From an optimization exercise on the open Yosys and OpenROAD flow, aimed at small area and a short achievable clock period; shortcuts taken in it are not production practice. Where RTL was checked, it was by simulation tests only, not by an equivalence proof against the original. Power figures rest on the tool's default switching activity, not on a simulated workload.

## run a
==> module lc8b10b_slot, before the edit <==
module lc8b10b_slot (
    input  wire         clk,
    input  wire         rst,         
    input  wire         in_valid,
    input  wire         in_entry,    
    input  wire [159:0] in_sym,
    output wire         out_valid,
    output reg  [159:0] out_sym,     
    output reg  [127:0] out_data,    
    output reg  [15:0]  out_k,       
    output reg  [15:0]  out_err      
);
  reg [159:0] r_nsym;                 
  wire [159:0] r_sym = ~r_nsym;
  reg [15:0]  r_err, r_okn, r_dfl;
  reg         r_valid;
  reg         st_n, st_p, st_t;
  assign out_valid = r_valid;
  wire [15:0]  okn, okp, gn, gp, dfl;    
  wire [127:0] byt;                 
  wire [15:0]  kk, a6, mfj, mgh;
  genvar g;
  generate
    for (g = 0; g < 16; g = g + 1) begin : sym
      lc_rx_sym rx (.w(in_sym[10*g +: 10]), .okn(okn[g]), .okp(okp[g]), .gn(gn[g]), .gp(gp[g]),
                    .dfl(dfl[g]));
      lc_tx_sym tx (.w(r_sym[10*g +: 10]), .byt(byt[8*g +: 8]), .kk(kk[g]),
                    .a6(a6[g]), .mfj(mfj[g]), .mgh(mgh[g]));
    end
  endgenerate
  reg [15:0] gn2, gp2, qn, qp, ft, qt;    
  reg [15:0] pn, pp;                      
  reg [15:0] bad;
  reg        sn, sp, t0;
  reg [9:0]  w, msk;
  reg        nw;
  reg [159:0] sym_n;
  integer    i, l, m;
  always @* begin
    gn2 = gn;
    gp2 = gp;
    for (l = 0; l < 4; l = l + 1) begin
      qn = gn2;
      qp = gp2;
      for (i = 0; i < 16; i = i + 1)
        if ((i >> l) & 1) begin
          m = ((i >> l) << l) - 1;
          gn2[i] = qn[i] | (~qp[i] & qn[m]);
          gp2[i] = qp[i] | (~qn[i] & qp[m]);
        end
    end
    sn = st_n & ~in_entry;
    sp = st_p & ~in_entry;
    pn = {gn2[14:0] | (~gp2[14:0] & {15{sn}}), sn};
    pp = {gp2[14:0] | (~gn2[14:0] & {15{sp}}), sp};
    for (i = 0; i < 16; i = i + 1) begin
      bad[i] = ~((~pp[i] & okn[i]) | (~pn[i] & okp[i]));
      sym_n[10*i +: 10] = bad[i] ? 10'b0001011110 : in_sym[10*i +: 10];
    end
  end
  always @* begin
    ft = r_dfl;    
    for (l = 0; l < 4; l = l + 1) begin
      qt = ft;
      for (i = 0; i < 16; i = i + 1)
        if (i >= (1 << l))
          ft[i] = qt[i] ^ qt[i - (1 << l)];
    end
    t0 = st_t;
    for (i = 0; i < 16; i = i + 1) begin
      out_err[i] = r_err[i];
      out_k[i]   = kk[i];
      out_data[8*i +: 8] = byt[8*i +: 8];
      w   = r_sym[10*i +: 10];
      msk = {mfj[i], mgh[i], mgh[i], mfj[i], {6{a6[i]}}};
      if (i == 0)
        nw = ~(t0 ^ r_okn[i]);
      else
        nw = ~(ft[i-1] ^ (t0 ^ r_okn[i]));
      out_sym[10*i +: 10] = w ^ (msk & {10{nw}});
    end
  end
  always @(posedge clk) begin
    r_nsym  <= ~sym_n;
    r_err   <= bad;
    r_okn   <= okn | bad;
    r_dfl   <= dfl & ~bad;    
    if (rst) begin
      r_valid <= 1'b0;
      st_n    <= 1'b0;
      st_p    <= 1'b0;
      st_t    <= 1'b0;
    end else begin
      r_valid <= in_valid;
      if (in_valid) begin
        st_n <= gn2[15] | (~gp2[15] & sn);
        st_p <= gp2[15] | (~gn2[15] & sp);
      end
      if (in_valid & in_entry)
        st_t <= 1'b0;
      else if (r_valid)
        st_t <= t0 ^ ft[15];
    end
  end
endmodule
Settings: LEC_CHECK=0, CAP_MARGIN=20, CORE_MARGIN=2, CORE_UTILIZATION=40, CTS_BUF_LIST=sky130_fd_sc_hd__clkbuf_4, CTS_CLUSTER_SIZE=20, PLACE_DENSITY=0.85, SLEW_MARGIN=20, TNS_END_PERCENT=20; clock period 175.0 ns.
standard.sh (not shown) runs the stock make flow with config.mk's settings and CLKGATE_MAP_FILE= SYNTH_SCRIPT=/design/flow/synth_recipe.tcl, a recipe that flattens the netlist after the stock synthesis.
==> flow/flow/run.sh <==
#!/bin/bash
# The standard layout (standard.sh), with four changes to how it is made:
# - synthesis maps with ABC's &nf mapper (flow/abc_map.script) instead of
#   ORFS's script, through flow/synth.tcl, which is synth_recipe.tcl with only
#   the ABC script swapped;
# - no full/half-adder extraction before ABC (ADDER_MAP_FILE empty);
# - ports are buffered with sky130_fd_sc_hd__buf_1;
# - ORFS's timing repair aims for 136.3 ns of setup slack (SETUP_SLACK_MARGIN)
#   instead of 0, so it sizes the slowest paths of this design up. The clock,
#   its period and all constraints are the standard flow's own, unchanged.
# Each tool's output goes to the ORFS logs under orfs/logs; make's own output
# to flow_make.log here.
set -euo pipefail
W=$(pwd)
export FLOW_ABC_SCRIPT=$W/flow/abc_map.script
bash standard.sh "SYNTH_SCRIPT=$W/flow/synth.tcl" "ADDER_MAP_FILE=" \
  "BUFFER_PORTS_ARGS=-buffer_cell sky130_fd_sc_hd__buf_1" SETUP_SLACK_MARGIN=136.3 finish > flow_make.log 2>&1
test -s out/final.def
==> flow/flow/abc_map.script <==
strash; &get -n; &nf -R 1000; &put; topo; stime -c
==> flow/flow/synth.tcl <==
# The standard flow's synthesis script (synth_recipe.tcl) with ABC's mapping script replaced
# by the one named in FLOW_ABC_SCRIPT.
proc synth {args} { yosys synth -nofsm -noshare {*}$args }
proc abc {args} {
  set i [lsearch -exact $args -script]
  if { $i >= 0 } { lset args [expr {$i + 1}] $::env(FLOW_ABC_SCRIPT) }
  yosys abc {*}$args
}
source $::env(SCRIPTS_DIR)/synth.tcl
# left out here: clear keep_hierarchy, flatten, clean up, hide names made inside functions, write 1_2_yosys.v
[inputs] run b vs run a
--- a/flow/design.v
+++ b/flow/design.v
@@ -56,18 +56,20 @@
     for (i = 0; i < 16; i = i + 1) begin
       bad[i] = ~((~pp[i] & okn[i]) | (~pn[i] & okp[i]));
       sym_n[10*i +: 10] = bad[i] ? 10'b0001011110 : in_sym[10*i +: 10];
     end
   end
   always @* begin
-    ft = r_dfl;    
+    ft = r_dfl;
     for (l = 0; l < 4; l = l + 1) begin
       qt = ft;
       for (i = 0; i < 16; i = i + 1)
-        if (i >= (1 << l))
-          ft[i] = qt[i] ^ qt[i - (1 << l)];
+        if ((i >> l) & 1) begin
+          m = ((i >> l) << l) - 1;
+          ft[i] = qt[i] ^ qt[m];
+        end
     end
     t0 = st_t;
     for (i = 0; i < 16; i = i + 1) begin
       out_err[i] = r_err[i];
       out_k[i]   = kk[i];
       out_data[8*i +: 8] = byt[8*i +: 8];
Findings:
Diff run a -> run b: critical path depth went up; power in the clock group went down.
Delta (run b minus run a): power moved down; maximum frequency moved up; largest voltage drop on the vdd net moved up; fraction of power consumed by combinational cells moved up; via count level.
Taking run a as the reference, in run b area taken by multi-input logic gates went down, netlist area before placement went down by 150 µm².
No functional check of the RTL was part of run a.

* * *

lc8b10b_slot again, from the RTL that the note above started with.
export LEC_CHECK = 0
export CAP_MARGIN = 20
export CORE_MARGIN = 2
export CORE_UTILIZATION = 40
export CTS_BUF_LIST = sky130_fd_sc_hd__clkbuf_4
export CTS_CLUSTER_SIZE = 20
export PLACE_DENSITY = 0.85
export SLEW_MARGIN = 20
export TNS_END_PERCENT = 20
create_clock -name core_clock -period 175.0 [get_ports {clk}]
==> flow/flow/run.sh <==
#!/bin/bash
# The standard layout (standard.sh), with four changes to how it is made:
# - synthesis maps with ABC's &nf mapper (flow/abc_map.script) instead of
#   ORFS's script, through flow/synth.tcl, which is synth_recipe.tcl with only
#   the ABC script swapped;
# - no full/half-adder extraction before ABC (ADDER_MAP_FILE empty);
# - ports are buffered with sky130_fd_sc_hd__buf_1;
# - ORFS's timing repair aims for 137 ns of setup slack (SETUP_SLACK_MARGIN)
#   instead of 0, so it sizes the slowest paths of this design up. The clock,
#   its period and all constraints are the standard flow's own, unchanged.
# Each tool's output goes to the ORFS logs under orfs/logs; make's own output
# to flow_make.log here.
set -euo pipefail
W=$(pwd)
export FLOW_ABC_SCRIPT=$W/flow/abc_map.script
bash standard.sh "SYNTH_SCRIPT=$W/flow/synth.tcl" "ADDER_MAP_FILE=" \
  "BUFFER_PORTS_ARGS=-buffer_cell sky130_fd_sc_hd__buf_1" SETUP_SLACK_MARGIN=137 finish > flow_make.log 2>&1
test -s out/final.def
Scripts as last shown in full above: flow/flow/abc_map.script, flow/flow/synth.tcl
Then changed:
--- a/flow/design.v
+++ b/flow/design.v
@@ -38,14 +38,14 @@
   integer    i, l, m;
   always @* begin
     gn2 = gn;
     gp2 = gp;
-    for (l = 0; l < 4; l = l + 1) begin
+    for (l = 0; l < 4; l = l + 1) begin    
       qn = gn2;
       qp = gp2;
       for (i = 0; i < 16; i = i + 1)
-        if ((i >> l) & 1) begin
-          m = ((i >> l) << l) - 1;
+        if (i >= (1 << l)) begin
+          m = i - (1 << l);
           gn2[i] = qn[i] | (~qp[i] & qn[m]);
           gp2[i] = qp[i] | (~qn[i] & qp[m]);
         end
     end
The new run completed with no timing, DRC or antenna violations.
Hold slack loses 0.0095 ns.
Power decreases slightly.
Area after synthesis grows slightly.
Core utilization decreases by 1.1 points.
Die area came out higher slightly.
Synthesized cell count goes up slightly.
Design area goes down slightly.
Sequential share of layout area hardly moves.
Via count hardly moves.
Maximum frequency stays flat.
Sequential cell count is unchanged.
Sequential power goes down slightly.
Function was not checked in any run of this note: the RTL went through the layout flow alone.

* * *

Another version of the RTL of lc8b10b_slot (not shown whole).
For scale: roughly 2,900 cells after synthesis, ~210 flip-flops, about 0.020 sq mm of cells after synthesis.
==> module lc8b10b_slot, before the edit <==
module lc8b10b_slot (
    input  wire         clk,
    input  wire         rst,         
    input  wire         in_valid,
    input  wire         in_entry,    
    input  wire [159:0] in_sym,
    output wire         out_valid,
    output reg  [159:0] out_sym,     
    output reg  [127:0] out_data,    
    output reg  [15:0]  out_k,       
    output reg  [15:0]  out_err      
);
  reg [159:0] r_sym;
  reg [15:0]  r_err, r_okn, r_dfl;
  reg         r_valid;
  reg         st_n, st_p, st_t;
  assign out_valid = r_valid;
  wire [15:0]  okn, okp, gn, gp, dfl;    
  wire [127:0] byt;                 
  wire [15:0]  kk, a6, mfj, mgh;
  genvar g;
  generate
    for (g = 0; g < 16; g = g + 1) begin : sym
      lc_rx_sym rx (.w(in_sym[10*g +: 10]), .okn(okn[g]), .okp(okp[g]), .gn(gn[g]), .gp(gp[g]),
                    .dfl(dfl[g]));
      lc_tx_sym tx (.w(r_sym[10*g +: 10]), .byt(byt[8*g +: 8]), .kk(kk[g]),
                    .a6(a6[g]), .mfj(mfj[g]), .mgh(mgh[g]));
    end
  endgenerate
  reg [15:0] gn2, gp2, qn, qp, ft, qt;    
  reg [15:0] pn, pp;                      
  reg [15:0] bad;
  reg        sn, sp, t0;
  reg [9:0]  w, msk;
  reg        nw;
  reg [159:0] sym_n;
  integer    i, l, m;
  always @* begin
    gn2 = gn;
    gp2 = gp;
    for (l = 0; l < 4; l = l + 1) begin
      qn = gn2;
      qp = gp2;
      for (i = 0; i < 16; i = i + 1)
        if ((i >> l) & 1) begin
          m = ((i >> l) << l) - 1;
          gn2[i] = qn[i] | (~qp[i] & qn[m]);
          gp2[i] = qp[i] | (~qn[i] & qp[m]);
        end
    end
    sn = st_n & ~in_entry;
    sp = st_p & ~in_entry;
    pn = {gn2[14:0] | (~gp2[14:0] & {15{sn}}), sn};
    pp = {gp2[14:0] | (~gn2[14:0] & {15{sp}}), sp};
    for (i = 0; i < 16; i = i + 1) begin
      bad[i] = ~((~pp[i] & okn[i]) | (~pn[i] & okp[i]));
      sym_n[10*i +: 10] = bad[i] ? 10'b0001011110 : in_sym[10*i +: 10];
    end
  end
  always @* begin
    ft = r_dfl;
    for (l = 0; l < 4; l = l + 1) begin
      qt = ft;
      for (i = 0; i < 16; i = i + 1)
        if ((i >> l) & 1) begin
          m = ((i >> l) << l) - 1;
          ft[i] = qt[i] ^ qt[m];
        end
    end
    t0 = st_t;
    for (i = 0; i < 16; i = i + 1) begin
      out_err[i] = r_err[i];
      out_k[i]   = kk[i];
      out_data[8*i +: 8] = byt[8*i +: 8];
      w   = r_sym[10*i +: 10];
      msk = {mfj[i], mgh[i], mgh[i], mfj[i], {6{a6[i]}}};
      if (i == 0)
        nw = ~(t0 ^ r_okn[i]);
      else
        nw = ~(ft[i-1] ^ (t0 ^ r_okn[i]));
      out_sym[10*i +: 10] = w ^ (msk & {10{nw}});
    end
  end
  always @(posedge clk) begin
    r_sym   <= sym_n;
    r_err   <= bad;
    r_okn   <= okn | bad;
    r_dfl   <= dfl & ~bad;    
    if (rst) begin
      r_valid <= 1'b0;
      st_n    <= 1'b0;
      st_p    <= 1'b0;
      st_t    <= 1'b0;
    end else begin
      r_valid <= in_valid;
      if (in_valid) begin
        st_n <= gn2[15] | (~gp2[15] & sn);
        st_p <= gp2[15] | (~gn2[15] & sp);
      end
      if (in_valid & in_entry)
        st_t <= 1'b0;
      else if (r_valid)
        st_t <= t0 ^ ft[15];
    end
  end
endmodule
clock: 175.0 ns
lec_check: 0
cap_margin: 20
core_margin: 2
core_utilization: 40
cts_buf_list: sky130_fd_sc_hd__clkbuf_4
cts_cluster_size: 20
slew_margin: 20
==> flow/flow/run.sh <==
#!/bin/bash
# The standard layout (standard.sh), with three changes to how it is made:
# - synthesis maps with ABC's &nf mapper (flow/abc_map.script) instead of
#   ORFS's script, through flow/synth.tcl, which is synth_recipe.tcl with only
#   the ABC script swapped;
# - no full/half-adder extraction before ABC (ADDER_MAP_FILE empty);
# - ports are buffered with sky130_fd_sc_hd__buf_1.
# Each tool's output goes to the ORFS logs under orfs/logs; make's own output
# to flow_make.log here.
set -euo pipefail
W=$(pwd)
export FLOW_ABC_SCRIPT=$W/flow/abc_map.script
bash standard.sh "SYNTH_SCRIPT=$W/flow/synth.tcl" "ADDER_MAP_FILE=" \
  "BUFFER_PORTS_ARGS=-buffer_cell sky130_fd_sc_hd__buf_1" SETUP_SLACK_MARGIN=136 finish > flow_make.log 2>&1
test -s out/final.def
Scripts as last shown in full above: flow/flow/abc_map.script, flow/flow/synth.tcl
The starting point passed the timing, design-rule and antenna checks.
==> next run, changes <==
--- a/flow/design.v
+++ b/flow/design.v
@@ -10,11 +10,11 @@
     output reg  [15:0]  out_k,       
     output reg  [15:0]  out_err      
 );
   reg [159:0] r_sym;
   reg [15:0]  r_err, r_okn, r_dfl;
-  reg         r_valid;
+  reg         r_valid, r_entry;
   reg         st_n, st_p, st_t;
   assign out_valid = r_valid;
   wire [15:0]  okn, okp, gn, gp, dfl;    
   wire [127:0] byt;                 
   wire [15:0]  kk, a6, mfj, mgh;
@@ -65,11 +65,11 @@
         if ((i >> l) & 1) begin
           m = ((i >> l) << l) - 1;
           ft[i] = qt[i] ^ qt[m];
         end
     end
-    t0 = st_t;
+    t0 = st_t & ~r_entry;
     for (i = 0; i < 16; i = i + 1) begin
       out_err[i] = r_err[i];
       out_k[i]   = kk[i];
       out_data[8*i +: 8] = byt[8*i +: 8];
       w   = r_sym[10*i +: 10];
@@ -81,10 +81,11 @@
       out_sym[10*i +: 10] = w ^ (msk & {10{nw}});
     end
   end
   always @(posedge clk) begin
     r_sym   <= sym_n;
+    r_entry <= in_entry;
     r_err   <= bad;
     r_okn   <= okn | bad;
     r_dfl   <= dfl & ~bad;    
     if (rst) begin
       r_valid <= 1'b0;
@@ -95,13 +96,11 @@
       r_valid <= in_valid;
       if (in_valid) begin
         st_n <= gn2[15] | (~gp2[15] & sn);
         st_p <= gp2[15] | (~gn2[15] & sp);
       end
-      if (in_valid & in_entry)
-        st_t <= 1'b0;
-      else if (r_valid)
+      if (r_valid)
         st_t <= t0 ^ ft[15];
     end
   end
 endmodule
 module lc_rx_sym (input wire [9:0] w, output wire okn, output wire okp, output wire gn, output wire gp, output wire dfl);
Total power went down by 5.1%.
Design area goes up by 0.33%.
Clock skew came out higher by 0.014 ns.
Global-route usage barely changes.
Worst setup slack gains 0.099 ns.
Non-clock buffer count goes up by 4.
Via count shrinks by 0.86%.
Routed wire length went down by 0.58%.
Synthesized area stays flat.
Critical path depth is unchanged.
For the first run of this note, only the layout was checked, not whether the RTL still works.

[what the ideal ports hide]
No port has a modelled driver above. Below, the same layouts with a new extraction and two added sets of constraints.
Step 1 sets driving cells, clkbuf_16 on the clock port and buf_2 on the other inputs (assumed; they add their load-dependent delay and slew).
Step 2, shift: input delay + t, output delay - t, t = (earliest + latest rising clock arrival at the registers) / 2. This alone moves slack from input paths to output paths.
a / b / c = ideal / step 1 / step 2; a / b = the first two.
run	t (ns)	setup slack, ns	worst hold slack (ns)	slew at the worst register clock pin (ns)
run a	0.833	136.292 / 136.240 / 135.839	0.529 / 0.529 / 0.529	0.08 / 0.08
run b	0.803	136.475 / 136.434 / 135.878	0.521 / 0.521 / 0.521	0.09 / 0.09
the first run of note 2	0.840	136.936 / 136.886 / 136.352	0.533 / 0.533 / 0.533	0.09 / 0.09
the second run of note 2	0.817	136.896 / 136.849 / 136.292	0.524 / 0.524 / 0.524	0.08 / 0.08
the first run of note 3	0.816	136.278 / 136.227 / 135.576	0.539 / 0.539 / 0.539	0.07 / 0.07
the second run of note 3	0.838	136.377 / 136.327 / 135.598	0.515 / 0.515 / 0.515	0.09 / 0.09
After both steps every run listed still meets setup and hold. For the second run of note 3, which loses most, drivers alone change the setup slack by -0.050 ns; drivers and shift together by -0.779 ns.
